What follows belongs to an exercise in optimizing a design on an open flow for small area, a short achievable clock period and few clock cycles per item; a production flow would make more cautious choices.
In this exercise RTL edits were held to simulation tests only and were not proved equivalent to the original.
No activity file was given, so power comes from the tool's default toggle rates.

## run A
Design pixconv, start of the top module:
module pixconv (
    input  wire        clk,
    input  wire        rst,
    input  wire        cfg_we,
    input  wire [3:0]  cfg_addr,
    input  wire [25:0] cfg_wdata,
    input  wire        in_valid,
    output wire        in_ready,
    input  wire        in_sof,
    input  wire        in_eol,
    input  wire [11:0] in_c0,
    input  wire [11:0] in_c1,
    input  wire [11:0] in_c2,
    output reg         out_valid,
    output reg  [11:0] out_c0,
    output reg  [11:0] out_c1,
    output reg  [11:0] out_c2,
    output wire [31:0] sig
);
    reg [17:0] m00, m01, m02, m10, m11, m12, m20, m21, m22;
    reg [25:0] o0, o1, o2;
    reg        bypass;
    reg [1:0]  depth;
    reg        w_we;
    reg [3:0]  w_addr;
    reg [25:0] w_data;
    always @(posedge clk) begin
        w_we   <= cfg_we & ~rst;
        w_addr <= cfg_addr;
        w_data <= cfg_wdata;
    end
    always @(posedge clk) begin
        if (rst)
            depth <= 2'd0;
        else if (cfg_we && cfg_addr == 4'd12)
            depth <= cfg_wdata[2:1];
    end
    always @(posedge clk) begin
        if (rst) begin
            m00 <= 18'd0; m01 <= 18'd0; m02 <= 18'd0;
            m10 <= 18'd0; m11 <= 18'd0; m12 <= 18'd0;
            m20 <= 18'd0; m21 <= 18'd0; m22 <= 18'd0;
            o0 <= 26'd0; o1 <= 26'd0; o2 <= 26'd0;
            bypass <= 1'b1;
        end else if (w_we) begin
            case (w_addr)
                4'd0:  m00 <= w_data[17:0];
                4'd1:  m01 <= w_data[17:0];
                4'd2:  m02 <= w_data[17:0];
                4'd3:  m10 <= w_data[17:0];
                4'd4:  m11 <= w_data[17:0];
                4'd5:  m12 <= w_data[17:0];
                4'd6:  m20 <= w_data[17:0];
                4'd7:  m21 <= w_data[17:0];
                4'd8:  m22 <= w_data[17:0];
                4'd9:  o0  <= w_data;
                4'd10: o1  <= w_data;
                4'd11: o2  <= w_data;
                4'd12: bypass <= w_data[0];
                default: ;
            endcase
        end
    end
  ...
Size in the first run: about 7,900 cells after synthesis, about 780 flip-flops, about 140 I/O pins, about 0.080 mm² of cells after synthesis.
make LEC_CHECK=0 CAP_MARGIN=50 CORE_MARGIN=2 CORE_UTILIZATION=40 PLACE_DENSITY=0.6 SLEW_MARGIN=70 SYNTH_HIERARCHICAL=1 SYNTH_MINIMUM_KEEP_SIZE=0 finish   # period 18.0 ns
run.sh (not shown) runs the stock make flow with config.mk's settings and CLKGATE_MAP_FILE= SYNTH_SCRIPT=/design/flow/synth_recipe.tcl, a recipe that flattens the netlist after the stock synthesis.
Testbench counts of run A, summed over its fixed seeds: cycles 10,155, items 10,123.
Changes in run B relative to run A:
- a change of SLEW_MARGIN from 70 to 20
- a change of CAP_MARGIN from 50 to 20
### Flow results
- In summary, run B completed successfully, with a layout that passed the timing, design-rule and antenna checks.
- Run B vs. run A: maximum clock rate lower, global-route usage held, total chip power fell about 4%, count of instances resized after the clock tree is built roughly the same.
- Looking at critical setup path kind, the flip-flop to primary output result is from run A; the flip-flop to flip-flop one comes from run B.
- Re antenna diode instance count: run B is 3 down on run A.
- Cell count: run B lower than run A
- Per the comparison of run B with run A, critical path depth moved up, wire length after detailed routing level, clock period minus final worst setup slack moved up, clock share of power moved up, leakage power figure moved down.

---

Another version of the RTL of pixconv (not shown whole).
For scale: ~7,900 cells after synthesis, roughly 750 flip-flops, roughly 140 I/O pins, ~79,000 sq um of cells after synthesis.
==> flow/design.v (excerpt) <==
module pixconv (
    input  wire        clk,
    input  wire        rst,
    input  wire        cfg_we,
    input  wire [3:0]  cfg_addr,
    input  wire [25:0] cfg_wdata,
    input  wire        in_valid,
    output wire        in_ready,
    input  wire        in_sof,
    input  wire        in_eol,
    input  wire [11:0] in_c0,
    input  wire [11:0] in_c1,
    input  wire [11:0] in_c2,
    output reg         out_valid,
    output reg  [11:0] out_c0,
    output reg  [11:0] out_c1,
    output reg  [11:0] out_c2,
    output wire [31:0] sig
);
==> flow/config.mk <==
export PLATFORM = sky130hd
export DESIGN_NAME = pixconv
export DESIGN_NICKNAME = pixconv
export VERILOG_FILES = /design/flow/design.v
export SDC_FILE = /design/flow/constraint.sdc
export NUM_CORES = 4
export LEC_CHECK = 0
export CAP_MARGIN = 50
export CORE_MARGIN = 2
export CORE_UTILIZATION = 55
export PLACE_DENSITY = 0.65
export SLEW_MARGIN = 70
export SYNTH_HIERARCHICAL = 1
export SYNTH_MINIMUM_KEEP_SIZE = 0
==> flow/constraint.sdc <==
create_clock -name core_clock -period 18.0 [get_ports {clk}]
set_input_delay 3.6000 -clock core_clock [delete_from_list [all_inputs] [get_ports {clk}]]
set_output_delay 3.6000 -clock core_clock [all_outputs]
set_load 0.01 [all_outputs]
standard.sh (not shown) runs the stock make flow with config.mk's settings and CLKGATE_MAP_FILE= SYNTH_SCRIPT=/design/flow/synth_recipe.tcl, a recipe that flattens the netlist after the stock synthesis.
==> flow/flow/run.sh <==
#!/bin/bash
# The standard layout (the standard.sh: ORFS synthesis to final layout,
# unchanged), with one change: the port buffers that ORFS's buffer_ports
# inserts on every input and output are sky130_fd_sc_hd__buf_4 instead of
# the slow delay buffer it picks by default.  The make output goes to
# flow_own.log in the work folder; ORFS keeps each step's log under orfs/logs.
set -euo pipefail
W=$(pwd)
cp config.mk config_own.mk
echo 'export BUFFER_PORTS_ARGS = -buffer_cell sky130_fd_sc_hd__buf_4' >> config_own.mk
sed "s#DESIGN_CONFIG=[^ ]*#DESIGN_CONFIG=$W/config_own.mk#" standard.sh > standard_own.sh
grep -q "DESIGN_CONFIG=$W/config_own.mk" standard_own.sh
bash standard_own.sh > flow_own.log 2>&1
Testbench counts at the start, summed over its fixed seeds: cycles 10,155, items 10,123.
Edit:
Settings changed: CORE_UTILIZATION 55 to 40, PLACE_DENSITY 0.65 to 0.6.
Worst setup slack loses 0.058 ns.
Cell count climbs by a little under a tenth.
Routed wire length climbs by a little under a tenth.
Power climbs slightly.
Sequential cell count stays the same.
Edit:
Settings changed: CORE_UTILIZATION 40 to 65, PLACE_DENSITY 0.6 to 0.7.
Result: The new run finished clean; routed wire length is lower by a few percent; die area is lower by well over a third; total power is lower by a few percent; cell area is lower slightly; final cell count is lower by roughly a tenth.

==> what the ideal ports hide <==
In the flow no input, the clock included, has a driving cell. The finished layouts below were timed again as built, in two steps. Step 1, drivers: a clkbuf_16 drives clk and a buf_2 each remaining input, both assumed. Step 2 times the ports against the registers' clock, not the clock port: input delays grow and output delays shrink by t, the midpoint of the rising clock arrivals with the driver on. a / b / c = no drivers / after step 1 / after step 2; a / b = the first two.
run	t (ns)	setup slack, ns	worst hold slack (ns)	worst data-port slew with drivers (ns)
run A	0.826	12.791 / 12.698 / 12.631	0.327 / 0.327 / 0.327	0.13
run B	0.828	12.569 / 12.569 / 12.441	0.327 / 0.327 / 0.327	0.11
the first run of note 2	0.802	13.104 / 13.104 / 12.724	0.329 / 0.329 / 0.329	0.15
the second run of note 2	0.812	13.047 / 13.047 / 12.645	0.329 / 0.329 / 0.329	0.17
the third run of note 2	0.793	13.116 / 13.116 / 12.629	0.327 / 0.327 / 0.327	0.16
After both steps every run listed still meets setup and hold. The setup slack of the third run of note 2, which loses most, moves by 0.000 ns with the drivers and by -0.487 ns with both steps.
